This design comes from an exercise in tuning for small area, a short achievable clock period and few clock cycles per item on the open sky130 flow, not from production work.
Function was checked by simulation only, so behaviour that the tests miss may differ from the original.
Power is estimated from default activity; no workload was simulated.

## flow/design.v (module list and top-level ports; edited modules follow where they fit)
// module whorl_xu: 149 lines
// module whorl_xu_alu: 90 lines
// module whorl_xu_mul: 1628 lines
// module whorl_xu_add17: 52 lines
// module whorl_xu_add32: 97 lines
// module whorl_xu_add36: 107 lines
// module whorl_xu_add47: 134 lines
// module whorl_xu_add48: 143 lines
module whorl_xu (
    input             clk,
    input             rst,           
    input             in_valid,
    output            in_ready,
    input      [5:0]  in_op,
    input      [1:0]  in_acc,        
    input      [15:0] in_imm,
    input      [31:0] in_a,
    input      [31:0] in_b,
    input      [31:0] in_d,          
    output reg        out_valid,
    output reg [31:0] out_res,
    output reg [47:0] out_acc,
    output reg        out_sat,
    output reg        out_illegal
);
  // ...
==> flow/flow/run.sh <==
#!/bin/bash
set -euo pipefail
bash standard.sh "BUFFER_PORTS_ARGS=-buffer_cell sky130_fd_sc_hd__buf_2" \
    SETUP_SLACK_MARGIN=18.1 SKIP_GATE_CLONING=1 finish > flow_standard.log 2>&1
==> flow/standard.sh <==
#!/bin/bash
# synth_recipe.tcl (not shown) runs the flow's synth.tcl, then flattens the netlist and writes it again
# the make line also repeats each setting of config.mk as NAME=value (left out here)
make -C /OpenROAD-flow-scripts/flow DESIGN_CONFIG=/design/flow/config.mk WORK_HOME=/design/flow/orfs CLKGATE_MAP_FILE= SYNTH_SCRIPT=/design/flow/synth_recipe.tcl "${@:-finish}"
==> flow/config.mk <==
export PLATFORM = sky130hd
export DESIGN_NAME = whorl_xu
export DESIGN_NICKNAME = whorl_xu
export VERILOG_FILES = /design/flow/design.v
export SDC_FILE = /design/flow/constraint.sdc
export NUM_CORES = 4
export LEC_CHECK = 0
export ABC_AREA = 1
export CAP_MARGIN = 20
export CORE_MARGIN = 2
export CORE_UTILIZATION = 50
export PLACE_DENSITY = 0.65
export SLEW_MARGIN = 20
==> flow/constraint.sdc <==
create_clock -name core_clock -period 24.0 [get_ports {clk}]
set_input_delay 4.8000 -clock core_clock [delete_from_list [all_inputs] [get_ports {clk}]]
set_output_delay 4.8000 -clock core_clock [all_outputs]
set_load 0.01 [all_outputs]
==> results by group, run 1 <==
Worst setup path
  – Register-to-register setup slack: 18.22 ns
  – Arrival time of the worst setup path: about 1.2 ns
  – Crit-path cells: buf_6
  – Count of cell instances traversed by the critical path: 1
  – CP delay by family, top: flip-flops

Flow run
  – Max-capacitance violation count: 0

Min path
  – Hold_sp: ill2

Pwr
  – Comb group: slightly above 6000 µW
  – Switching share of total power: 0.498

Timing
  – Slew HR: 0.232

Synth
  – Cell types occupying the most area after synthesis: sky130_fd_sc_hd__fa_1, sky130_fd_sc_hd__dfxtp_1, sky130_fd_sc_hd__edfxtp_1
  – Cell type contributing the most total cell area after synthesis: sky130_fd_sc_hd__fa_1
  – Proportion of synthesized flip-flops having asynchronous set or reset: 0
  – Multiplexer share of the synthesized area: 0.000739
  – Area share of the largest cell type after synthesis: 0.175

Finish
  – Clock buffer instance count of the final layout: 95
  – Fraction of standard cell area in multi-input logic: 0.608
  – Biggest area consumer among cell classes: multi-input gates
  – Layout buffer count excluding clock buffers: 407
  – Sequential share of cell area: 0.226
  – Ant. Diodes: 19
  – Area taken by multi-input logic gates: ~39000 µm²
  – Register Area: around 14000 µm²
  – Largest register FFs: about 190

Route
  – Routed Wire Length: about 250000 µm
  – Number of antenna-violating nets in the routed design: 0
  – Routed wire length on met2: 107000 µm
  – Drc violations: 0
  – Met1 wire length: a little under 90000 µm

Global routing
  – Grt met3 use: 0.126
  – Global-route total usage across every layer: 0.414
  – Global route hottest layer: met2

Outcome
  – Result of the run: timing/DRC/antenna clean

Floorplanning
  – Effective utilization at floorplan: 0.503
Testbench counts, summed over its fixed seeds: cycles 64,040, items 64,000.
==> module whorl_xu, before the edit <==
module whorl_xu (
    input             clk,
    input             rst,           
    input             in_valid,
    output            in_ready,
    input      [5:0]  in_op,
    input      [1:0]  in_acc,        
    input      [15:0] in_imm,
    input      [31:0] in_a,
    input      [31:0] in_b,
    input      [31:0] in_d,          
    output reg        out_valid,
    output reg [31:0] out_res,
    output reg [47:0] out_acc,
    output reg        out_sat,
    output reg        out_illegal
);
    localparam [5:0] OP_NOP  = 6'h00, OP_ADD  = 6'h01, OP_SUB  = 6'h02,
                     OP_ADDW = 6'h03, OP_SUBW = 6'h04, OP_NEG  = 6'h05,
                     OP_ABS  = 6'h06, OP_MIN  = 6'h07, OP_MAX  = 6'h08,
                     OP_CLMP = 6'h09, OP_AND  = 6'h0A, OP_OR   = 6'h0B,
                     OP_XOR  = 6'h0C, OP_SHL  = 6'h0D, OP_SAR  = 6'h0E,
                     OP_SHR  = 6'h0F, OP_LIH  = 6'h10, OP_LIL  = 6'h11,
                     OP_ADDI = 6'h12, OP_SLT  = 6'h13, OP_CMOV = 6'h14,
                     OP_MUL  = 6'h18, OP_MAC  = 6'h19, OP_MSU  = 6'h1A,
                     OP_ALD  = 6'h1B, OP_ARD  = 6'h1C, OP_ACLP = 6'h1D;
    localparam [31:0] MAX32 = 32'h7FFF_FFFF, MIN32 = 32'h8000_0000;
    localparam [47:0] MAX48 = 48'h7FFF_FFFF_FFFF, MIN48 = 48'h8000_0000_0000;
    assign in_ready = 1'b1;
    wire in_bk   = in_op[4] & in_op[3] & (in_op[2] | (in_op[1] & in_op[0]));   
    wire in_bneg = in_op[2] & in_a[31];                                      
    wire in_dlo  = in_op[4] & in_op[2];                                      
    reg        v0;
    reg [5:0]  op0;
    reg [1:0]  ai0;
    reg [31:0] a0, b0, d0;
    always @(posedge clk) begin
        v0   <= rst ? 1'b0 : in_valid;
        op0  <= in_op;
        ai0  <= in_acc;
        a0   <= in_a;
        b0   <= in_bk ? {in_bneg, in_bneg, 1'b1, 29'd0} : in_b;
        d0   <= {in_d[31:16], in_dlo ? in_d[15:0] : in_imm};
    end
    wire is_mul  = op0 == OP_MUL,  is_mac  = op0 == OP_MAC,  is_msu  = op0 == OP_MSU;
    wire is_ald  = op0 == OP_ALD,  is_ard  = op0 == OP_ARD,  is_aclp = op0 == OP_ACLP;
    wire legal   = (op0 <= OP_CMOV) || (op0 >= OP_MUL && op0 <= OP_ACLP);
    wire [63:17] ms, mc;
    wire         mc17;
    whorl_xu_mul mul (
        .a(a0), .b(b0), .rmul(is_mul), .nsgn(~(a0[31] ^ b0[31])),
        .s_o(ms), .c_o(mc), .c17(mc17)
    );
    wire [31:0] alu_res;
    wire        alu_rep, alu_sgn, alu_sat;
    whorl_xu_alu alu (
        .op(op0), .a(a0), .b(b0), .d(d0),
        .res(alu_res), .rep(alu_rep), .sgn(alu_sgn), .sat(alu_sat)
    );
    reg         v1;
    reg [1:0]   ai1;
    reg         mul1, msu1, macmsu1, ald1, aclp1, ard1, ill1;
    reg [31:0]  res1;
    reg         rep1, sgn1, sat1;
    reg [63:17] ms1, mc1;
    reg         mc17_1;
    always @(posedge clk) begin
        v1      <= rst ? 1'b0 : v0;
        ai1     <= ai0;
        mul1    <= is_mul;
        msu1    <= is_msu;
        macmsu1 <= is_mac | is_msu;
        ald1    <= is_ald;
        aclp1   <= is_aclp;
        ard1    <= is_ard;
        ill1    <= ~legal;
        res1    <= alu_res;
        rep1    <= alu_rep;
        sgn1    <= alu_sgn;
        sat1    <= alu_sat;
        ms1     <= ms;
        mc1     <= mc;
        mc17_1  <= mc17;
    end
    wire [46:0] t;
    wire        t_co;
    whorl_xu_add47 add_t (.a(ms1), .b(mc1), .ci(mc17_1), .s(t), .co(t_co));
    wire        mfit   = (t[46:43] == {4{t[43]}});
    wire        rep    = mul1 ? ~mfit : rep1;
    wire        sgn    = mul1 ? t[46] : sgn1;
    wire [31:0] res_v  = mul1 ? t[43:12] : res1;
    reg         v2;
    reg [3:0]   sel2, we2;       
    reg         msu2, macmsu2, ald2, aclp2, ard2, ill2;
    reg [46:0]  tx2;             
    reg [31:0]  res2;            
    reg         sat2;
    always @(posedge clk) begin
        v2      <= rst ? 1'b0 : v1;
        sel2    <= 4'b0001 << ai1;
        we2     <= (v1 & (macmsu1 | ald1 | aclp1)) ? (4'b0001 << ai1) : 4'b0000;
        msu2    <= msu1;
        macmsu2 <= macmsu1;
        ald2    <= ald1;
        aclp2   <= aclp1;
        ard2    <= ard1;
        ill2    <= ill1;
        tx2     <= msu1 ? ~t : t;
        res2    <= rep ? (sgn ? MIN32 : MAX32) : res_v;
        sat2    <= mul1 ? ~mfit : sat1;
    end
    reg  [47:0] acc [0:3];
    wire [47:0] acc_old = ({48{sel2[0]}} & acc[0]) | ({48{sel2[1]}} & acc[1]) |
                          ({48{sel2[2]}} & acc[2]) | ({48{sel2[3]}} & acc[3]);
    wire [47:0] tx      = {tx2[46], tx2};
    wire [47:0] sum_lo;
    wire        sum_co;
    whorl_xu_add48 add_acc (.a(acc_old), .b(tx), .ci(msu2), .s(sum_lo), .co(sum_co));
    wire [48:0] sum     = {acc_old[47] ^ tx[47] ^ sum_co, sum_lo};
    wire        sovf    = sum[48] ^ sum[47];
    wire [47:0] macv    = sovf ? (sum[48] ? MIN48 : MAX48) : sum[47:0];
    wire [47:0] cl_s;
    wire        cl_co;
    whorl_xu_add48 add_cl (.a({~tx[47], tx[46:0]}), .b({acc_old[47], ~acc_old[46:0]}), .ci(1'b1),
                           .s(cl_s), .co(cl_co));
    wire        cl_hi   = ~cl_co;
    wire        cl_lo   = sum[48];                  
    wire [47:0] negm    = {{4{res2[31]}}, res2, 12'h000};    
    wire [47:0] aclpv   = cl_hi ? tx : cl_lo ? negm : acc_old;
    wire        ard_up  = acc_old[11] & (~acc_old[47] | (|acc_old[10:0]));
    wire [35:0] ard_s;
    wire        ard_co;
    whorl_xu_add36 add_ard (.a(acc_old[47:12]), .b(36'd0), .ci(ard_up), .s(ard_s), .co(ard_co));
    wire [36:0] ardw    = {acc_old[47] ^ ard_co, ard_s};
    wire        ardfit  = (ardw[36:31] == {6{ardw[31]}});
    wire [31:0] ardres  = ardfit ? ardw[31:0] : (ardw[36] ? MIN32 : MAX32);
    wire [47:0] acc_new = macmsu2 ? macv : ald2 ? tx : aclp2 ? aclpv : acc_old;
    integer i;
    always @(posedge clk) begin
        for (i = 0; i < 4; i = i + 1)
            if (rst | we2[i])
                acc[i] <= acc_new & {48{~rst}};
        out_valid   <= rst ? 1'b0 : v2;
        out_res     <= ard2 ? ardres : aclp2 ? 32'd0 : res2;
        out_acc     <= acc_new;
        out_sat     <= (macmsu2 & sovf) | (ard2 & ~ardfit) | sat2;
        out_illegal <= ill2;
    end
endmodule
==> run 2, diff against run 1 <==
--- a/flow/design.v
+++ b/flow/design.v
@@ -119,11 +119,11 @@
     wire [48:0] sum     = {acc_old[47] ^ tx[47] ^ sum_co, sum_lo};
     wire        sovf    = sum[48] ^ sum[47];
     wire [47:0] macv    = sovf ? (sum[48] ? MIN48 : MAX48) : sum[47:0];
-    wire [47:0] cl_s;
+    wire [35:0] cl_s;
     wire        cl_co;
-    whorl_xu_add48 add_cl (.a({~tx[47], tx[46:0]}), .b({acc_old[47], ~acc_old[46:0]}), .ci(1'b1),
-                           .s(cl_s), .co(cl_co));
-    wire        cl_hi   = ~cl_co;
+    whorl_xu_add36 add_cl (.a({~acc_old[47], acc_old[46:12]}), .b({tx[47], ~tx[46:12]}),
+                           .ci(|acc_old[11:0]), .s(cl_s), .co(cl_co));
+    wire        cl_hi   = cl_co;
     wire        cl_lo   = sum[48];                  
     wire [47:0] negm    = {{4{res2[31]}}, res2, 12'h000};    
     wire [47:0] aclpv   = cl_hi ? tx : cl_lo ? negm : acc_old;
==> flow/flow/run.sh (replaced) <==
#!/bin/bash
set -euo pipefail
bash standard.sh "BUFFER_PORTS_ARGS=-buffer_cell sky130_fd_sc_hd__buf_2" \
    SETUP_SLACK_MARGIN=18.3 SKIP_GATE_CLONING=1 finish > flow_standard.log 2>&1
--- a/flow/config.mk
+++ b/flow/config.mk
@@ -8,6 +8,6 @@
 export ABC_AREA = 1
 export CAP_MARGIN = 20
 export CORE_MARGIN = 2
-export CORE_UTILIZATION = 50
-export PLACE_DENSITY = 0.65
+export CORE_UTILIZATION = 60
+export PLACE_DENSITY = 0.78
 export SLEW_MARGIN = 20
==> results by group, run 2 <==
Route
  – Routed Wire Length: 229000 µm (-6.9%)
  – Drt initial violations: about 8300
  – Detail-routed net length per standard cell: about 28 µm
  – Length of the first detailed-routing pass in iterations: 10
  – Ratio of routed vias to standard cells: about 6.6
  – Drc violations: 0 (unchanged)
  – Via Count: ~54000
  – Number of antenna-violating nets in the routed design: 0 (unchanged)

Worst setup path
  – Max stage delay cell, worst path: sky130_fd_sc_hd__dfxtp_2
  – Buf+Inv Stages, Crit Path: 1
  – RR Startpoint: b0[17]
  – Type of element launching the critical path: flop
  – Critical path's largest stage delay: between 0.3 and 0.4 ns
  – RR Endpoint: mc1[23]
  – Crit-path cells: buf_6
  – Setup Crit Path Kind: flop to primary output
  – Required time of the worst setup path: between 15 and 20 ns
  – Crit path max fanout: 1
  – CP delay by family, top: flip-flops
  – Arrival time of the worst setup path: 1.11 ns (-0.05 ns)
  – Critical Path Sink Type: primary output
  – Worst Reg2Reg Path Length in Cells: 13
  – Register-to-register setup slack: 18.25 ns (+0.03 ns)

Finish
  – Largest register FFs: 192 (unchanged)
  – Largest registers: acc (192), out_acc (48), tx2 (47)
  – Highest-count cells in the layout ignoring fill and taps: sky130_fd_sc_hd__nand2_1, sky130_fd_sc_hd__inv_1, sky130_fd_sc_hd__xor2_1
  – Most flop-heavy register: acc
  – Final cell utilization of the core: 0.662
  – Layout overhead on the synthesized area: 9.22%
  – Number of nets in the finished design: 7794
  – Most frequent standard cell in the layout excluding fill and tap cells: sky130_fd_sc_hd__nand2_1
  – Share of post-route cells with drive strength above 1: 0.117

Synth
  – Cell types occupying the most area after synthesis: sky130_fd_sc_hd__fa_1, sky130_fd_sc_hd__dfxtp_1, sky130_fd_sc_hd__edfxtp_1
  – Count of unique library cells instantiated by Yosys: 74
  – Flop and latch count out of synthesis: about 610
  – Sequential share of the synthesized area: 0.250
  – Yosys warns: 3
  – Net count after synthesis: 7830
  – Main flop type after synthesis: sky130_fd_sc_hd__dfxtp_1
  – Cell type contributing the most total cell area after synthesis: sky130_fd_sc_hd__fa_1
  – Gate Count Post-Synth: approximately 7000
  – Proportion of synthesized flip-flops having asynchronous set or reset: 0 (unchanged)
  – Most instantiated library cell after synthesis: sky130_fd_sc_hd__nand2_1
  – Avg Inst Size Synth: between 8 and 9 µm²
  – Most frequent cells after synthesis: sky130_fd_sc_hd__nand2_1, sky130_fd_sc_hd__inv_1, sky130_fd_sc_hd__xor2_1
  – Area share of the largest cell type after synthesis: 0.178 (+0.00249)
  – Post-Syn Area: 56800 µm²
  – Count of flip-flops with a built-in enable after synthesis: ~190

CTS
  – Root buffer cell: sky130_fd_sc_hd__clkbuf_16
  – CTS tree: done
  – Clock tree buffer depth: 3
  – Clock Sink Count: around 610
  – Clock latency of the later-clocked register in the worst-skew pair: 0.67 ns
  – TritonCTS Buffers: just under 70
  – Number of H-tree levels: 3
  – Clock input transition at the sequential cells of the worst setup and hold paths: ~0.060 ns

Timing
  – Number of endpoints with negative hold slack in the final report: 0
  – Part of the cycle the worst path needs: 0.246
  – Final Critical Period: 5.91 ns
  – Highest clock frequency the design can meet: 169 MHz
  – Count of final setup violators: 0
  – Slew Limit Fails: 0
  – Clock Skews: 0.0367 ns
  – TNS Setup: 0 ns
  – Worst-margin pin slew: 1.21 ns
  – Unrepaired setup endpoints after global routing: yes
  – Slew HR: 0.182 (-0.0498)

Pwr
  – Max IR drop VDD: ~0.00012 V
  – Cell Pwr Density: between 100 and 150 nW/µm²
  – Leakage dissipation: between 0.02 and 0.03 µW

Global routing
  – Number of global-route vias before repair: around 53000
  – Remaining Overflow, GRT: 0
  – Global-route wire length before repair: about 330000 µm
  – Pin count of the biggest net entering global routing: about 80
  – Global-route total usage across every layer: 0.462 (+0.0484)
  – Number of antenna violations at the first check in global routing: 23

Min path
  – Capture endpoint of the worst hold path: ai1[1]
  – Hold Path Depth: 0
  – Hold_sp: ai0[1]
  – Worst min path class: flop to flop

Floorplanning
  – Floorplan row count: 112
  – Overall die area: approximately 97000 µm²
  – I/O pin count: ~210
  – Effective utilization at floorplan: 0.606 (+0.103)
  – Vert. Die Dim: around 310 µm
  – Die outline width: 312 µm
  – Core box area: 93600 µm²

Place
  – Final weighted congestion in routability-driven placement: 1.10
  – Detailed placer's ending HPWL: 152000 µm
  – Input/output buffers: ~210

Flow run
  – Max-capacitance violation count: 0 (unchanged)

Outcome
  – Result of the run: timing/DRC/antenna clean
[run 2: cell families (layout without fill, tap and decap cells)]
group / Yosys count / in the layout / share of synthesized area
AO/OA/AOI/OAI: 1391 / 1391 / 0.149
buffers and inverters: 1285 / 1305 / 0.0920
flip-flops: 613 / 613 / 0.250
other: 1 / 15 / 0.0000661
AND/OR/NAND/NOR: 2110 / 2110 / 0.158
XOR/XNOR: 651 / 651 / 0.101
multiplexers: 12 / 12 / 0.00216
adder cells (fa/ha/maj): 822 / 822 / 0.248
[run 2: worst max path at each step]
stage | start | end | slack [ns] | cells after the start
final | out_acc[0] | out_acc[0] | 18.09 | 1
after global routing | out_acc[15] | out_acc[15] | 18.07 | 1
after CTS | out_acc[0] | out_acc[0] | 18.06 | 1
after detailed placement | op0[5] | res1[23] | 17.14 | 33
after global placement | op0[5] | res1[14] | 17.16 | 35
after floorplan | rst | acc[0][0] | 18.28 | 2
[run 2: report_power, final]
part	total, µW	internal (µW)	switching (µW)
clock network	1170	698	469
registers	1590	1420	171
logic	5680	2220	3460
total	8440	4340	4100
[run 2: timing repair]
action | in CTS | in global routing
hold buffers | 0 | 0
buffers inserted | 18 | 17
gates resized for setup | 69 | 91
endpoints found under the setup margin | 634 | 436
pin swaps | 5 | 9
[run 2: final cells by class]
| type | instances | area, µm² |
|---|---|---|
| Inverter | 773 | 2940 |
| Clock buffer | 84 | 1850 |
| Antenna cell | 14 | 35.0 |
| Clock inverter | 42 | 652 |
| Tap cell | 1254 | 1570 |
| Timing Repair Buffer | 406 | 2950 |
| Fill cell | 7809 | 31600 |
| Sequential cell | 613 | 14200 |
| Multi-Input combinational cell | 4987 | 37800 |
[run 2: per-layer routing]
layer / routed length (µm) / vias up / global-route usage
met3: 35900 / 1645 / 0.187
met4: 23500 / 20 / 0.358
met1: 75700 / 25100 / 0.542
li1: - / 22600 / -
met2: 93800 / 4817 / 0.675
met5: 217 / - / 0.00346
[run 2: stage by stage]
| stage | hold slack [ns] | power [µW] | setup slack (ns) | cells | cell area, µm² |
|---|---|---|---|---|---|
| final | 0.322 | 8440 | 18.09 | 8173 | 62000 |
| after global routing | 0.336 | 9110 | 18.07 | 8162 | 62000 |
| after CTS | 0.326 | 8260 | 18.06 | 8141 | 61500 |
| after detailed placement | 0.312 | 7040 | 17.14 | 7997 | 58500 |
| after global placement | 0.311 | 6880 | 17.16 | 7997 | 58400 |
| after floorplan | 0.310 | 5340 | 18.28 | 6885 | 56800 |
Testbench counts of run 2, summed over its fixed seeds: cycles 64,040, items 64,000.
==> module whorl_xu_alu, before the edit <==
module whorl_xu_alu (
    input      [5:0]  op,
    input      [31:0] a,
    input      [31:0] b,
    input      [31:0] d,         
    output     [31:0] res,
    output            rep,       
    output            sgn,       
    output            sat        
);
    wire is_add  = op == 6'h01, is_sub  = op == 6'h02, is_addw = op == 6'h03;
    wire is_subw = op == 6'h04, is_neg  = op == 6'h05, is_abs  = op == 6'h06;
    wire is_min  = op == 6'h07, is_max  = op == 6'h08, is_clmp = op == 6'h09;
    wire is_and  = op == 6'h0A, is_or   = op == 6'h0B, is_xor  = op == 6'h0C;
    wire is_shl  = op == 6'h0D, is_sar  = op == 6'h0E, is_shr  = op == 6'h0F;
    wire is_lih  = op == 6'h10, is_lil  = op == 6'h11, is_addi = op == 6'h12;
    wire is_slt  = op == 6'h13, is_cmov = op == 6'h14, is_aclp = op == 6'h1D;
    wire [15:0] imm   = d[15:0];
    wire        bneg  = b[31];
    wire        sub_b = is_sub | is_subw | is_min | is_max | is_slt | (is_clmp & bneg);
    wire [31:0] y     = is_addi ? {{16{imm[15]}}, imm} : (sub_b ? ~b : b);
    wire [31:0] s_lo;
    wire        s_co;
    whorl_xu_add32 add_s (.a(a), .b(y), .ci(sub_b), .s(s_lo), .co(s_co));
    wire [32:0] s     = {a[31] ^ y[31] ^ s_co, s_lo};
    wire        s_ovf = s[32] ^ s[31];
    wire        lt    = s[32];                    
    wire [31:0] nx    = is_clmp ? b : a;
    wire [31:0] n;
    wire        n_co;
    whorl_xu_add32 add_n (.a(~nx), .b(32'd0), .ci(1'b1), .s(n), .co(n_co));
    wire        n_ovf = nx[31] & ~(|nx[30:0]);    
    wire        bmin  = n_ovf;                    
    wire        amin  = a[31] & ~(|a[30:0]);
    wire [32:0] ax    = {a[31], a};
    wire [32:0] bx    = {b[31], b};
    wire [32:0] hx    = ~(ax ^ bx);
    wire [32:0] hy    = bneg ? (ax | bx) : (ax & ~bx);
    wire [31:0] h_s;
    wire        h_co;
    whorl_xu_add32 add_h (.a(hx[31:0]), .b({hy[30:0], 1'b0}), .ci(1'b0), .s(h_s), .co(h_co));
    wire        c_hi  = (hx[32] ^ hy[31] ^ h_co) == 1'b0 && !bmin;
    wire        c_lo  = bmin ? amin : s[32];
    wire        c_n   = (c_hi & bneg & ~bmin) | (c_lo & ~bneg);
    wire        c_b   = (c_hi & ~bneg) | (c_lo & bneg & ~bmin);
    wire        c_m1  = c_lo & bmin;
    wire [4:0]  k = imm[4:0];
    reg  [31:0] a_rev, sh_rev;
    integer     i;
    always @* for (i = 0; i < 32; i = i + 1) a_rev[i] = a[31-i];
    wire        fill  = is_sar & a[31];
    wire [31:0] sh0   = is_shl ? a_rev : a;
    wire [31:0] sh1   = k[0] ? {fill, sh0[31:1]}         : sh0;
    wire [31:0] sh2   = k[1] ? {{2{fill}}, sh1[31:2]}    : sh1;
    wire [31:0] sh3   = k[2] ? {{4{fill}}, sh2[31:4]}    : sh2;
    wire [31:0] sh4   = k[3] ? {{8{fill}}, sh3[31:8]}    : sh3;
    wire [31:0] sh5   = k[4] ? {{16{fill}}, sh4[31:16]}  : sh4;
    always @* for (i = 0; i < 32; i = i + 1) sh_rev[i] = sh5[31-i];
    wire [30:0] sdiff = a[30:0] ^ {31{a[31]}};
    wire [30:0] smask = ~(31'h7FFF_FFFF >> k);
    wire        shl_ovf = |(sdiff & smask);
    wire sel_s  = is_add | is_sub | is_addw | is_subw | is_addi;
    wire sel_n  = is_neg | (is_abs & a[31]) | (is_clmp & c_n) | (is_aclp & ~a[31]);
    wire sel_a  = (is_abs & ~a[31]) | (is_min & lt) | (is_max & ~lt) |
                  (is_clmp & ~c_hi & ~c_lo) | (is_cmov & bnz) |
                  (is_aclp & a[31]);
    wire bnz    = |b;
    wire sel_b  = (is_min & ~lt) | (is_max & lt) | (is_clmp & c_b);
    wire sel_d  = is_cmov & ~bnz;
    wire sel_sh = is_shl | is_sar | is_shr;
    wire sel_ab = is_and | is_or;
    wire sel_ax = is_or | is_xor;
    assign res = ({32{sel_s}}  & s[31:0]) |
                 ({32{sel_n}}  & n) |
                 ({32{sel_a}}  & a) |
                 ({32{sel_b}}  & b) |
                 ({32{sel_d}}  & d) |
                 ({32{sel_ab}} & (a & b)) |
                 ({32{sel_ax}} & (a ^ b)) |
                 ({32{is_shl}} & sh_rev) |
                 ({32{is_sar | is_shr}} & sh5) |
                 {is_lih ? imm : is_lil ? d[31:16] : 16'h0000,
                  is_lil ? imm : 16'h0000} |
                 {is_clmp & c_m1, 30'd0, (is_clmp & c_m1) | (is_slt & lt)};
    assign rep = ((is_add | is_sub | is_addi) & s_ovf) |
                 ((is_neg | (is_abs & a[31])) & n_ovf) |
                 (is_shl & shl_ovf);
    assign sgn = is_shl ? a[31] : (is_add | is_sub | is_addi) ? s[32] : 1'b0;
    assign sat = rep | (is_clmp & bmin);
endmodule
==> run 3, diff against run 2 <==
--- a/flow/design.v
+++ b/flow/design.v
@@ -27,20 +27,33 @@
     localparam [31:0] MAX32 = 32'h7FFF_FFFF, MIN32 = 32'h8000_0000;
     localparam [47:0] MAX48 = 48'h7FFF_FFFF_FFFF, MIN48 = 48'h8000_0000_0000;
     assign in_ready = 1'b1;
-    wire in_bk   = in_op[4] & in_op[3] & (in_op[2] | (in_op[1] & in_op[0]));   
-    wire in_bneg = in_op[2] & in_a[31];                                      
-    wire in_dlo  = in_op[4] & in_op[2];                                      
+    wire [5:0] o = in_op;
+    wire in_bk   = o[4] & o[3] & (o[2] | (o[1] & o[0]));               
+    wire in_bneg = o[2] & in_a[31];                                    
+    wire in_dhi  = o[4] & ~o[3] & (o[2] | ~o[1]);                      
+    wire in_ihi  = o[4] & ~o[3] & ~o[2] & ~o[1] & ~o[0];               
+    wire in_ilo  = (~o[4] & o[3] & o[2] & (o[1] | o[0])) |             
+                   (o[4] & ~o[3] & ~o[2] & ~(o[1] & o[0]));            
+    wire in_dlo  = o[4] & ~o[3] & o[2];                                
+    wire in_bhi  = ~(in_bk | in_dhi);
+    wire in_blo  = ~(in_bk | in_ilo | in_dlo);
+    wire [31:0] b_in =
+        {{16{in_bhi}} & in_b[31:16], {16{in_blo}} & in_b[15:0]} |
+        {{16{in_dhi & ~in_ihi}} & in_d[31:16], {16{in_dlo}} & in_d[15:0]} |
+        {{16{in_ihi}} & in_imm, {16{in_ilo}} & in_imm} |
+        {in_bk & in_bneg, in_bk & in_bneg, in_bk, 29'd0};
     reg        v0;
     reg [5:0]  op0;
     reg [1:0]  ai0;
-    reg [31:0] a0, b0, d0;
+    reg [31:0] a0, b0;
+    reg        bnz0;
     always @(posedge clk) begin
         v0   <= rst ? 1'b0 : in_valid;
         op0  <= in_op;
         ai0  <= in_acc;
         a0   <= in_a;
-        b0   <= in_bk ? {in_bneg, in_bneg, 1'b1, 29'd0} : in_b;
-        d0   <= {in_d[31:16], in_dlo ? in_d[15:0] : in_imm};
+        b0   <= b_in;
+        bnz0 <= |in_b;
     end
     wire is_mul  = op0 == OP_MUL,  is_mac  = op0 == OP_MAC,  is_msu  = op0 == OP_MSU;
     wire is_ald  = op0 == OP_ALD,  is_ard  = op0 == OP_ARD,  is_aclp = op0 == OP_ACLP;
@@ -54,7 +67,7 @@
     wire [31:0] alu_res;
     wire        alu_rep, alu_sgn, alu_sat;
     whorl_xu_alu alu (
-        .op(op0), .a(a0), .b(b0), .d(d0),
+        .op(op0), .a(a0), .b(b0), .bnz(bnz0),
         .res(alu_res), .rep(alu_rep), .sgn(alu_sgn), .sat(alu_sat)
     );
     reg         v1;
@@ -151,7 +164,7 @@
     input      [5:0]  op,
     input      [31:0] a,
     input      [31:0] b,
-    input      [31:0] d,         
+    input             bnz,       
     output     [31:0] res,
     output            rep,       
     output            sgn,       
@@ -164,7 +177,7 @@
     wire is_shl  = op == 6'h0D, is_sar  = op == 6'h0E, is_shr  = op == 6'h0F;
     wire is_lih  = op == 6'h10, is_lil  = op == 6'h11, is_addi = op == 6'h12;
     wire is_slt  = op == 6'h13, is_cmov = op == 6'h14, is_aclp = op == 6'h1D;
-    wire [15:0] imm   = d[15:0];
+    wire [15:0] imm   = b[15:0];          
     wire        bneg  = b[31];
     wire        sub_b = is_sub | is_subw | is_min | is_max | is_slt | (is_clmp & bneg);
     wire [31:0] y     = is_addi ? {{16{imm[15]}}, imm} : (sub_b ? ~b : b);
@@ -213,9 +226,8 @@
     wire sel_a  = (is_abs & ~a[31]) | (is_min & lt) | (is_max & ~lt) |
                   (is_clmp & ~c_hi & ~c_lo) | (is_cmov & bnz) |
                   (is_aclp & a[31]);
-    wire bnz    = |b;
     wire sel_b  = (is_min & ~lt) | (is_max & lt) | (is_clmp & c_b);
-    wire sel_d  = is_cmov & ~bnz;
+    wire sel_d  = (is_cmov & ~bnz) | is_lil;
     wire sel_sh = is_shl | is_sar | is_shr;
     wire sel_ab = is_and | is_or;
     wire sel_ax = is_or | is_xor;
@@ -223,13 +235,12 @@
                  ({32{sel_n}}  & n) |
                  ({32{sel_a}}  & a) |
                  ({32{sel_b}}  & b) |
-                 ({32{sel_d}}  & d) |
+                 ({32{sel_d}}  & b) |
                  ({32{sel_ab}} & (a & b)) |
                  ({32{sel_ax}} & (a ^ b)) |
                  ({32{is_shl}} & sh_rev) |
                  ({32{is_sar | is_shr}} & sh5) |
-                 {is_lih ? imm : is_lil ? d[31:16] : 16'h0000,
-                  is_lil ? imm : 16'h0000} |
+                 {{16{is_lih}} & b[31:16], 16'h0000} |
                  {is_clmp & c_m1, 30'd0, (is_clmp & c_m1) | (is_slt & lt)};
     assign rep = ((is_add | is_sub | is_addi) & s_ovf) |
                  ((is_neg | (is_abs & a[31])) & n_ovf) |
==> results by group, run 3 <==
Outcome
  – Result of the run: timing/DRC/antenna clean

Route
  – Length of the first detailed-routing pass in iterations: 10 (unchanged)
  – Routed Wire Length: 214000 µm (-6.7%)
  – Drt initial violations: 7703 (-7.0%)
  – Drc violations: 0 (unchanged)
  – Number of antenna-violating nets in the routed design: 0 (unchanged)
  – Ratio of routed vias to standard cells: 6.60 (-0.50%)
  – Detail-routed net length per standard cell: 26.9 µm (-4.0%)
  – Via Count: 52400 (-3.2%)

Global routing
  – Global-route total usage across every layer: 0.444 (-0.0188)
  – Pin count of the biggest net entering global routing: 71 (-9.0%)
  – Number of antenna violations at the first check in global routing: 8 (-65%)
  – Number of global-route vias before repair: 51000 (-3.3%)
  – Remaining Overflow, GRT: 0 (unchanged)
  – Global-route wire length before repair: 315000 µm (-5.8%)

Min path
  – Worst min path class: flop to flop
  – Capture endpoint of the worst hold path: ill2
  – Hold_sp: ill1
  – Hold Path Depth: 0 (unchanged)

CTS
  – Root buffer cell: sky130_fd_sc_hd__clkbuf_16
  – Clock Sink Count: 582 (-5.1%)
  – Number of H-tree levels: 2 (-1)
  – Clock tree buffer depth: 3 (unchanged)
  – Hold-fix buffers, CTS: 0 (unchanged)
  – TritonCTS Buffers: 61 (-10%)
  – Clock latency of the later-clocked register in the worst-skew pair: 0.73 ns (+0.06 ns)
  – Clock input transition at the sequential cells of the worst setup and hold paths: 0.06 ns (about the same)
  – CTS tree: done

Pwr
  – Cell Pwr Density: 168 nW/µm² (+24%)
  – Post-layout power: 10200 µW (+21%)
  – Leakage dissipation: 0.0278 µW (-2.7%)
  – Max IR drop VDD: 0.000408 V (+230%)

Synth
  – Sequential share of the synthesized area: 0.246 (-0.00449)
  – Flop and latch count out of synthesis: 582 (-5.1%)
  – Yosys warns: 3 (unchanged)
  – Area share of the largest cell type after synthesis: 0.183 (+0.00479)
  – Post-Syn Area: 55300 µm² (-2.6%)
  – Net count after synthesis: 7706 (-1.6%)
  – Cell types occupying the most area after synthesis: sky130_fd_sc_hd__fa_1, sky130_fd_sc_hd__dfxtp_1, sky130_fd_sc_hd__edfxtp_1
  – Most frequent cells after synthesis: sky130_fd_sc_hd__nand2_1, sky130_fd_sc_hd__inv_1, sky130_fd_sc_hd__xor2_1
  – Gate Count Post-Synth: 6757 (-1.9%)
  – Cell type contributing the most total cell area after synthesis: sky130_fd_sc_hd__fa_1
  – Most instantiated library cell after synthesis: sky130_fd_sc_hd__nand2_1
  – Count of flip-flops with a built-in enable after synthesis: 192 (unchanged)
  – Main flop type after synthesis: sky130_fd_sc_hd__dfxtp_1
  – Avg Inst Size Synth: 8.18 µm² (-0.78%)
  – Proportion of synthesized flip-flops having asynchronous set or reset: 0 (unchanged)
  – Count of unique library cells instantiated by Yosys: 65 (-12%)

Worst setup path
  – Required time of the worst setup path: 19.20 ns (about the same)
  – Crit-path cells: buf_6
  – Type of element launching the critical path: flop
  – Register-to-register setup slack: 18.36 ns (+0.11 ns)
  – Critical Path Sink Type: primary output
  – Critical path's largest stage delay: 0.36 ns (about the same)
  – Worst Reg2Reg Path Length in Cells: 12 (-1)
  – Setup Crit Path Kind: flop to primary output
  – RR Startpoint: a0[21]
  – Max stage delay cell, worst path: sky130_fd_sc_hd__dfxtp_4
  – Arrival time of the worst setup path: 1.20 ns (+0.09 ns)
  – RR Endpoint: mc1[17]
  – Crit path max fanout: 1 (unchanged)
  – Buf+Inv Stages, Crit Path: 1 (unchanged)
  – CP delay by family, top: flip-flops

Floorplanning
  – Core box area: 91500 µm² (-2.2%)
  – Floorplan row count: 111 (-0.89%)
  – Effective utilization at floorplan: 0.604 (-0.00246)
  – Vert. Die Dim: 308 µm (-1.3%)
  – Die outline width: 308 µm (-1.3%)
  – I/O pin count: 207 (unchanged)
  – Overall die area: 94600 µm² (-2.6%)

Timing
  – Number of endpoints with negative hold slack in the final report: 0 (unchanged)
  – Count of final setup violators: 0 (unchanged)
  – Final worst-path setup slack: 18.00 ns (-0.0928 ns)
  – Final Critical Period: 6.00 ns (+0.0928 ns)
  – Unrepaired setup endpoints after global routing: yes
  – Part of the cycle the worst path needs: 0.250 (+0.00387)
  – TNS Setup: 0 ns (unchanged)
  – Highest clock frequency the design can meet: 167 MHz (-1.5%)
  – Worst-margin pin slew: 1.15 ns (-0.0678 ns)
  – Slew Limit Fails: 0 (unchanged)
  – Clock Skews: 0.0755 ns (+0.0388 ns)
  – Slew HR: 0.233 (+0.0509)

Finish
  – Number of nets in the finished design: 7656 (-1.8%)
  – Non-filler instance count after layout: 7950 (-2.7%)
  – Share of post-route cells with drive strength above 1: 0.108 (-0.00885)
  – Highest-count cells in the layout ignoring fill and taps: sky130_fd_sc_hd__nand2_1, sky130_fd_sc_hd__inv_1, sky130_fd_sc_hd__xor2_1
  – Layout overhead on the synthesized area: 9.40%
  – Largest registers: acc (192), out_acc (48), tx2 (47)
  – Largest register FFs: 192 (unchanged)
  – Most flop-heavy register: acc
  – Most frequent standard cell in the layout excluding fill and tap cells: sky130_fd_sc_hd__nand2_1

Place
  – Worst-case setup slack after placement: 17.31 ns (+0.165 ns)
  – Detailed placer's ending HPWL: 144000 µm (-5.3%)
  – Final weighted congestion in routability-driven placement: 1.03 (-6.2%)
  – Input/output buffers: 205 (unchanged)
  – Count of placed standard cells including taps: 7802 (-2.4%)

Flow run
  – Max-capacitance violation count: 0 (unchanged)
run 3: changes by cell type after synthesis, sizes merged, moves of 20 or more:
cell    change
buf        -34
nand3      +26
a21oi      -32
o21ai      -58
dfxtp      -31
inv        -35
o211ai     -20
xor2       +21
a22oi      +27
clkbuf     +31
nand2      -50
run 3: stage by stage:
stage	utilization	instance area [µm²]	hold WS, ns
final	0.661	60500	0.326
after global routing	0.661	60500	0.332
after CTS	0.654	59900	0.326
after detailed placement	0.624	57100	0.314
after global placement	0.624	57100	0.314
after floorplan	-	55400	0.310
run 3: cells by family (layout without fill, tap and decap cells):
kind of cell / after synthesis / count (layout) / share of synthesized area
compound gates: 1325 / 1325 / 0.147
xor+xnor: 660 / 660 / 0.105
fa+ha+maj: 826 / 826 / 0.255
buf+inv: 1255 / 1256 / 0.0885
flops: 582 / 582 / 0.246
mux: 8 / 8 / 0.00149
other cells: 1 / 7 / 0.0000678
simple gates: 2100 / 2100 / 0.158
run 3: report_power, final:
part | internal (µW) | leakage (µW) | switching (µW)
sequential | 1410 | 0.00525 | 178
combinational | 3100 | 0.0216 | 4560
clock | 512 | 0.000964 | 433
total | 5020 | 0.0278 | 5170
run 3: repair_timing:
item                       CTS  global route
gates cloned                 0             0
pin swaps                    7             3
gates resized for setup    146            90
setup endpoints to repair  661           474
setup buffers               14            12
run 3: layout make-up:
cell class / instances / area [µm²]
Clock buffer: 79 / 1730
Antenna cell: 6 / 15.0
Clock inverter: 35 / 280
Multi-Input combinational cell: 4920 / 37200
Tap cell: 1186 / 1480
Sequential cell: 582 / 13700
Fill cell: 7587 / 31100
Inverter: 750 / 2850
Timing Repair Buffer: 392 / 3220
run 3: how the worst max path moves through the flow:
stage / from / cells past startpoint / endpoint
2_1_floorplan: in_op[4] / 8 / b0[17]
3_3_place_gp: rst / 3 / acc[3][33]
3_5_place_dp: rst / 3 / acc[2][35]
4_1_cts: out_acc[31] / 1 / out_acc[31]
5_1_grt: out_res[19] / 1 / out_res[19]
6_report: out_res[4] / 1 / out_res[4]
run 3: routing by layer:
metal | routed length (µm) | vias to the layer above | track usage
met5 | 146 | - | 0.00827
met4 | 19300 | 8 | 0.317
met3 | 30600 | 1311 | 0.140
met2 | 90000 | 4384 | 0.661
met1 | 73800 | 24500 | 0.544
li1 | - | 22200 | -
Testbench counts of run 3, summed over its fixed seeds: cycles 64,040, items 64,000.
==> run 4, diff against run 3 <==
==> flow/flow/run.sh (replaced) <==
#!/bin/bash
set -euo pipefail
bash standard.sh "BUFFER_PORTS_ARGS=-buffer_cell sky130_fd_sc_hd__buf_2" \
    SETUP_SLACK_MARGIN=18.2 SKIP_GATE_CLONING=1 finish > flow_standard.log 2>&1
--- a/flow/config.mk
+++ b/flow/config.mk
@@ -8,6 +8,6 @@
 export ABC_AREA = 1
 export CAP_MARGIN = 20
 export CORE_MARGIN = 2
-export CORE_UTILIZATION = 60
-export PLACE_DENSITY = 0.78
+export CORE_UTILIZATION = 50
+export PLACE_DENSITY = 0.65
 export SLEW_MARGIN = 20
==> results by group, run 4 <==
Timing
  – Unrepaired setup endpoints after global routing: yes
  – Count of final setup violators: 0 (unchanged)
  – Part of the cycle the worst path needs: 0.248 (-0.00221)
  – Slew Limit Fails: 0 (unchanged)
  – Final Critical Period: 5.95 ns (-0.0531 ns)
  – TNS Setup: 0 ns (unchanged)
  – Number of endpoints with negative hold slack in the final report: 0 (unchanged)
  – Highest clock frequency the design can meet: 168 MHz (+0.89%)
  – Worst-margin pin slew: 1.24 ns (+0.0977 ns)
  – Slew HR: 0.168 (-0.0654)
  – Clock Skews: 0.0432 ns (-0.0323 ns)

Floorplanning
  – Die outline width: 336 µm (+9.4%)
  – Overall die area: 113000 µm² (+20%)
  – Vert. Die Dim: 336 µm (+9.4%)
  – Effective utilization at floorplan: 0.506 (-0.0983)
  – Floorplan row count: 121 (+9.0%)
  – Core box area: 109000 µm² (+19%)
  – I/O pin count: 207 (unchanged)

Synth
  – Net count after synthesis: 7706 (unchanged)
  – Count of unique library cells instantiated by Yosys: 65 (unchanged)
  – Most instantiated library cell after synthesis: sky130_fd_sc_hd__nand2_1
  – Yosys warns: 3 (unchanged)
  – Gate Count Post-Synth: 6757 (unchanged)
  – Proportion of synthesized flip-flops having asynchronous set or reset: 0 (unchanged)
  – Sequential share of the synthesized area: 0.246 (unchanged)
  – Avg Inst Size Synth: 8.18 µm² (unchanged)
  – Cell type contributing the most total cell area after synthesis: sky130_fd_sc_hd__fa_1
  – Count of flip-flops with a built-in enable after synthesis: 192 (unchanged)
  – Most frequent cells after synthesis: sky130_fd_sc_hd__nand2_1, sky130_fd_sc_hd__inv_1, sky130_fd_sc_hd__xor2_1
  – Main flop type after synthesis: sky130_fd_sc_hd__dfxtp_1
  – Area share of the largest cell type after synthesis: 0.183 (unchanged)
  – Flop and latch count out of synthesis: 582 (unchanged)
  – Cell types occupying the most area after synthesis: sky130_fd_sc_hd__fa_1, sky130_fd_sc_hd__dfxtp_1, sky130_fd_sc_hd__edfxtp_1
  – Post-Syn Area: 55300 µm² (unchanged)

Route
  – Via Count: 50600 (-3.5%)
  – Drt initial violations: 5758 (-25%)
  – Detail-routed net length per standard cell: 26.3 µm (-2.1%)
  – Number of antenna-violating nets in the routed design: 0 (unchanged)
  – Length of the first detailed-routing pass in iterations: 8 (-2)
  – Ratio of routed vias to standard cells: 6.13 (-7.1%)
  – Routed Wire Length: 218000 µm (+1.7%)
  – Drc violations: 0 (unchanged)

Global routing
  – Pin count of the biggest net entering global routing: 81 (+14%)
  – Global-route total usage across every layer: 0.379 (-0.0650)
  – Remaining Overflow, GRT: 0 (unchanged)
  – Number of global-route vias before repair: 49400 (-3.2%)
  – Number of antenna violations at the first check in global routing: 7 (-1)
  – Global-route wire length before repair: 319000 µm (+1.4%)

Pwr
  – Cell Pwr Density: 167 nW/µm² (-1.0%)
  – Leakage dissipation: 0.0281 µW (+0.73%)
  – Post-layout power: 10200 µW (about the same)
  – Max IR drop VDD: 0.000327 V (-20%)

Worst setup path
  – Required time of the worst setup path: 19.20 ns (about the same)
  – Crit-path cells: buf_6
  – Arrival time of the worst setup path: 1.15 ns (-0.05 ns)
  – Critical path's largest stage delay: 0.38 ns (+0.02 ns)
  – Max stage delay cell, worst path: sky130_fd_sc_hd__dfxtp_4
  – Type of element launching the critical path: flop
  – Critical Path Sink Type: primary output
  – Crit path max fanout: 1 (unchanged)
  – Setup Crit Path Kind: flop to primary output
  – Buf+Inv Stages, Crit Path: 1 (unchanged)
  – CP delay by family, top: flip-flops

Finish
  – Most flop-heavy register: acc
  – Number of nets in the finished design: 7674 (+0.24%)
  – Largest registers: acc (192), out_acc (48), tx2 (47)
  – Largest register FFs: 192 (unchanged)
  – Layout overhead on the synthesized area: 10.6%
  – Share of post-route cells with drive strength above 1: 0.107 (-0.000793)
  – Highest-count cells in the layout ignoring fill and taps: sky130_fd_sc_hd__nand2_1, sky130_fd_sc_hd__inv_1, sky130_fd_sc_hd__xor2_1
  – Most frequent standard cell in the layout excluding fill and tap cells: sky130_fd_sc_hd__nand2_1

CTS
  – TritonCTS Buffers: 71 (+16%)
  – CTS tree: done
  – Clock tree buffer depth: 3 (unchanged)
  – Clock latency of the later-clocked register in the worst-skew pair: 0.67 ns (-0.06 ns)
  – Number of H-tree levels: 3 (+1)
  – Clock input transition at the sequential cells of the worst setup and hold paths: 0.05 ns (about the same)
  – Clock Sink Count: 582 (unchanged)
  – Root buffer cell: sky130_fd_sc_hd__clkbuf_16

Place
  – Detailed placer's ending HPWL: 151000 µm (+5.3%)
  – Final weighted congestion in routability-driven placement: 1.01 (-2.2%)
  – Input/output buffers: 205 (unchanged)

Flow run
  – Max-capacitance violation count: 0 (unchanged)

Min path
  – Worst min path class: flop to flop

Outcome
  – Result of the run: timing/DRC/antenna clean
run 4: cells by family (layout without fill, tap and decap cells):
group | after synthesis | count (layout) | synth area share
AND/OR/NAND/NOR | 2100 | 2100 | 0.158
other | 1 | 4 | 0.0000678
flip-flops | 582 | 582 | 0.246
multiplexers | 8 | 8 | 0.00149
buffers and inverters | 1255 | 1278 | 0.0885
AO/OA/AOI/OAI | 1325 | 1325 | 0.147
XOR/XNOR | 660 | 660 | 0.105
adder cells (fa/ha/maj) | 826 | 826 | 0.255
run 4: path summary, 6_finish.rpt:
kind / slack [ns] / depth (start not counted) / startpoint / end
max: 18.05 / 1 / out_acc[31] / out_acc[31]
min: 0.33 / 0 / ill2 / out_illegal
max reg2reg: 18.29 / 11 / a0[26] / mc1[11]
min reg2reg: 0.33 / 0 / ill2 / out_illegal
run 4: layer usage:
metal	share of wire	GRT usage	vias up	routed length [µm]
li1	-	-	22300	-
met1	0.38	0.487	24200	83200
met2	0.44	0.590	3331	95400
met3	0.11	0.0879	795	24600
met4	0.066	0.209	4	14300
met5	0.00011	0	-	23
run 4: metrics by stage:
stage               instances  hold slack [ns]  cell area, µm²  utilization  worst slack, ns
finish                   8259            0.327           61200        0.559            18.05
global route             8257            0.338           61100        0.559            18.04
CTS                      8245            0.329           60700        0.555            18.02
detailed placement       8107            0.316           57600        0.527            17.22
global placement         8106            0.310           57600        0.527            17.30
floorplan                6757            0.310           55400            -            18.18
run 4: where the power goes:
group	internal (µW)	switching, µW	total, µW
Combinational	3030	4470	7490
Clock	665	457	1120
Sequential	1410	172	1580
run 4: area by class of cell:
class	count	area, µm²
Tap cell	1476	1850
Timing Repair Buffer	400	3120
Clock inverter	32	509
Fill cell	10300	48200
Sequential cell	582	13700
Multi-Input combinational cell	4920	37200
Inverter	750	2840
Antenna cell	3	7.51
Clock buffer	96	1970
run 4: repair_timing:
item / CTS / global route
gates resized for setup: 109 / 81
buffers inserted: 10 / 11
hold buffers: 0 / 0
pin swaps: 4 / 2
setup endpoints to repair: 605 / 464
==> run 5, diff against run 4 <==
--- a/flow/design.v
+++ b/flow/design.v
@@ -132,11 +132,11 @@
     wire [48:0] sum     = {acc_old[47] ^ tx[47] ^ sum_co, sum_lo};
     wire        sovf    = sum[48] ^ sum[47];
     wire [47:0] macv    = sovf ? (sum[48] ? MIN48 : MAX48) : sum[47:0];
-    wire [35:0] cl_s;
+    wire [47:0] cl_s;
     wire        cl_co;
-    whorl_xu_add36 add_cl (.a({~acc_old[47], acc_old[46:12]}), .b({tx[47], ~tx[46:12]}),
-                           .ci(|acc_old[11:0]), .s(cl_s), .co(cl_co));
-    wire        cl_hi   = cl_co;
+    whorl_xu_add48 add_cl (.a({~tx[47], tx[46:0]}), .b({acc_old[47], ~acc_old[46:0]}), .ci(1'b1),
+                           .s(cl_s), .co(cl_co));
+    wire        cl_hi   = ~cl_co;
     wire        cl_lo   = sum[48];                  
     wire [47:0] negm    = {{4{res2[31]}}, res2, 12'h000};    
     wire [47:0] aclpv   = cl_hi ? tx : cl_lo ? negm : acc_old;
==> flow/flow/run.sh (replaced) <==
#!/bin/bash
set -euo pipefail
bash standard.sh "BUFFER_PORTS_ARGS=-buffer_cell sky130_fd_sc_hd__buf_2" \
    SETUP_SLACK_MARGIN=18.1 SKIP_GATE_CLONING=1 finish > flow_standard.log 2>&1
==> results by group, run 5 <==
Place
  – Count of placed standard cells including taps: 8462 (+4.4%)
  – Detailed placer's ending HPWL: 156000 µm (+3.1%)
  – Final weighted congestion in routability-driven placement: 1.06 (+5.7%)
  – Worst-case setup slack after placement: 17.28 ns (+0.0567 ns)
  – Input/output buffers: 205 (unchanged)

Timing
  – Unrepaired setup endpoints after global routing: yes
  – Number of endpoints with negative hold slack in the final report: 0 (unchanged)
  – Final worst-path setup slack: 18.03 ns (-0.0235 ns)
  – TNS Setup: 0 ns (unchanged)
  – Worst Hold Margin: 0.326 ns (-0.00133 ns)
  – Clock Skews: 0.0418 ns (-0.00140 ns)
  – Slew Limit Fails: 0 (unchanged)
  – Final Critical Period: 5.97 ns (+0.0235 ns)
  – Part of the cycle the worst path needs: 0.249 (+0.000979)
  – Highest clock frequency the design can meet: 167 MHz (-0.39%)
  – Slew HR: 0.236 (+0.0682)
  – Worst-margin pin slew: 1.14 ns (-0.102 ns)
  – Count of final setup violators: 0 (unchanged)

Global routing
  – Grt met3 use: 0.0996 (+0.0117)
  – Number of antenna violations at the first check in global routing: 13 (+6)
  – Remaining Overflow, GRT: 0 (unchanged)
  – Global route hottest layer: met2
  – Pin count of the biggest net entering global routing: 75 (-7.4%)
  – Global-route total usage across every layer: 0.376 (-0.00291)
  – Met1 usage in global routing: 0.461 (-0.0253)
  – Grt met2 use: 0.587 (-0.00270)
  – Global-route wire length before repair: 330000 µm (+3.2%)
  – Number of global-route vias before repair: 51900 (+5.0%)

Synth
  – Avg Inst Size Synth: 8.01 µm² (-2.1%)
  – Area share of the largest cell type after synthesis: 0.177 (-0.00553)
  – Count of flip-flops with a built-in enable after synthesis: 192 (unchanged)
  – Yosys warns: 3 (unchanged)
  – Count of unique library cells instantiated by Yosys: 61 (-6.2%)
  – Main flop type after synthesis: sky130_fd_sc_hd__dfxtp_1
  – Sequential share of the synthesized area: 0.238 (-0.00744)
  – Most instantiated library cell after synthesis: sky130_fd_sc_hd__nand2_1
  – Cell type contributing the most total cell area after synthesis: sky130_fd_sc_hd__fa_1
  – Most frequent cells after synthesis: sky130_fd_sc_hd__nand2_1, sky130_fd_sc_hd__inv_1, sky130_fd_sc_hd__xor2_1
  – Proportion of synthesized flip-flops having asynchronous set or reset: 0 (unchanged)
  – Flop and latch count out of synthesis: 582 (unchanged)
  – Cell types occupying the most area after synthesis: sky130_fd_sc_hd__fa_1, sky130_fd_sc_hd__dfxtp_1, sky130_fd_sc_hd__edfxtp_1
  – Net count after synthesis: 8103 (+5.2%)
  – Gate Count Post-Synth: 7119 (+5.4%)
  – Post-Syn Area: 57000 µm² (+3.1%)

Flow run
  – Max-capacitance violation count: 0 (unchanged)

Finish
  – Share of post-route cells with drive strength above 1: 0.0947 (-0.0125)
  – Non-filler instance count after layout: 8598 (+4.1%)
  – Most frequent standard cell in the layout excluding fill and tap cells: sky130_fd_sc_hd__nand2_1
  – Highest-count cells in the layout ignoring fill and taps: sky130_fd_sc_hd__nand2_1, sky130_fd_sc_hd__inv_1, sky130_fd_sc_hd__xor2_1
  – Final cell utilization of the core: 0.551 (-0.00846)
  – Most flop-heavy register: acc
  – Layout overhead on the synthesized area: 9.04%
  – Largest registers: acc (192), out_acc (48), tx2 (47)
  – Number of nets in the finished design: 8025 (+4.6%)
  – Largest register FFs: 192 (unchanged)

Worst setup path
  – Max stage delay cell, worst path: sky130_fd_sc_hd__dfxtp_4
  – CP delay by family, top: flip-flops
  – Worst Reg2Reg Path Length in Cells: 15 (+4)
  – Buf+Inv Stages, Crit Path: 1 (unchanged)
  – Count of cell instances traversed by the critical path: 1 (unchanged)
  – Required time of the worst setup path: 19.20 ns (about the same)
  – Setup Crit Path Kind: flop to primary output
  – Critical path's largest stage delay: 0.39 ns (about the same)
  – Critical Path Sink Type: primary output
  – Crit-path cells: buf_6
  – Type of element launching the critical path: flop
  – Arrival time of the worst setup path: 1.17 ns (+0.02 ns)
  – Crit path max fanout: 1 (unchanged)

CTS
  – TritonCTS Buffers: 69 (-2.8%)
  – CTS tree: done
  – Clock input transition at the sequential cells of the worst setup and hold paths: 0.06 ns (about the same)
  – Number of H-tree levels: 3 (unchanged)
  – Clock tree buffer depth: 3 (unchanged)
  – Clock Sink Count: 582 (unchanged)
  – Clock latency of the later-clocked register in the worst-skew pair: 0.68 ns (about the same)
  – Root buffer cell: sky130_fd_sc_hd__clkbuf_16
  – Hold-fix buffers, CTS: 0 (unchanged)

Route
  – Routed Wire Length: 222000 µm (+2.1%)
  – Drc violations: 0 (unchanged)
  – Ratio of routed vias to standard cells: 6.08 (-0.76%)
  – Drt initial violations: 5920 (+2.8%)
  – Via Count: 52300 (+3.3%)
  – Length of the first detailed-routing pass in iterations: 7 (-1)
  – Number of antenna-violating nets in the routed design: 0 (unchanged)
  – Detail-routed net length per standard cell: 25.8 µm (-2.0%)

Outcome
  – Result of the run: timing/DRC/antenna clean

Floorplanning
  – Effective utilization at floorplan: 0.505 (about the same)
  – Floorplan row count: 123 (+1.7%)
  – Die outline width: 342 µm (+1.5%)
  – Vert. Die Dim: 342 µm (+1.5%)
  – Core box area: 113000 µm² (+3.2%)
  – Overall die area: 117000 µm² (+3.1%)
  – I/O pin count: 207 (unchanged)

Pwr
  – Max IR drop VDD: 0.000141 V (-57%)
  – Leakage dissipation: 0.0293 µW (+4.6%)
  – Cell Pwr Density: 157 nW/µm² (-6.0%)

Min path
  – Hold Path Depth: 0 (unchanged)
  – Worst min path class: flop to flop
run 5: cell count changes after synthesis, sizes merged, moves of 25 or more:
cell,change
o21ai,-99
nor2,+37
nand3,+240
o22ai,-42
inv,+32
nand2,+178
a21oi,-33
a22o,+25
ha,+35
run 5: layout make-up:
cell class,count,area (µm²)
clock buffers,90,1940
diodes,4,10.0
clock inverters,34,345
fillers,10500,50700
multi-input cells,5241,38700
flip-flops and latches,582,13700
inverters,771,2920
well taps,1500,1880
repair buffers,376,2710
run 5: what timing repair did:
action / 4_1_cts / 5_1_grt
buffers inserted: 1 / 6
endpoints found under the setup margin: 510 / 550
pin swaps: 1 / 4
gates resized for setup: 102 / 53
run 5: kinds of logic after synthesis:
group / Yosys count / share of synthesized area
adders and majority gates: 861 / 0.255
other: 1 / 0.0000658
DFF: 582 / 0.238
muxes: 4 / 0.000746
buffers and inverters: 1296 / 0.0882
and+or+nand+nor: 2533 / 0.186
xor gates and xnor gates: 669 / 0.103
AOI/OAI and AO/OA: 1173 / 0.129
run 5: power by group:
part	switching (µW)	total [µW]	internal, µW	leakage (µW)
sequential	189	1600	1410	0.00525
clock	460	1070	611	0.00110
combinational	4110	7060	2950	0.0230
total	4760	9740	4980	0.0293
run 5: final timing paths:
check | startpoint | endpoint | slack, ns
max | out_res[11] | out_res[11] | 18.03
min | ill1 | ill2 | 0.33
max reg2reg | b0[19] | mc1[10] | 18.17
min reg2reg | ill1 | ill2 | 0.33
run 5: metal layers:
| layer | vias up | wire length [µm] |
|---|---|---|
| li1 | 23300 | - |
| met1 | 24800 | 82600 |
| met2 | 3345 | 98100 |
| met3 | 883 | 25000 |
| met4 | 14 | 16200 |
| met5 | - | 86 |
run 5: metrics by stage:
| step | total power, µW | area [µm²] |
|---|---|---|
| 6_report | 9740 | 62200 |
| 5_1_grt | 10800 | 62100 |
| 4_1_cts | 9740 | 61900 |
| 3_5_place_dp | 8620 | 59200 |
| 3_3_place_gp | 8390 | 59200 |
| 2_1_floorplan | 6660 | 57000 |
Testbench counts of run 5, summed over its fixed seeds: cycles 64,040, items 64,000.

==> separate check: timing with driven ports <==
The results above use ideal ports. As a check the final layouts listed here were re-extracted and re-timed, cells and wires unchanged.
Step 1: set_driving_cell puts a clkbuf_16 on clk and a buf_2 on each other input, an assumption about the parent block.
Step 2 times the ports against the registers' clock, not the clock port: input delays grow and output delays shrink by t, the midpoint of the rising clock arrivals with the driver on.
a / b / c = ideal / step 1 / step 2; a / b = the first two.
run | t, ns | setup WS [ns] | worst setup path after step 2
run 1 | 0.758 | 18.043 / 17.968 / 17.442 | input to register
run 2 | 0.736 | 18.089 / 18.013 / 17.680 | input to register
run 3 | 0.763 | 17.997 / 17.925 / 17.647 | input to register
run 4 | 0.720 | 18.050 / 17.976 / 17.616 | input to register
run 5 | 0.740 | 18.026 / 17.950 / 17.468 | input to register
After both steps every run listed still meets setup and hold. The setup slack of run 1, which loses most, moves by -0.075 ns with the drivers and by -0.601 ns with both steps.
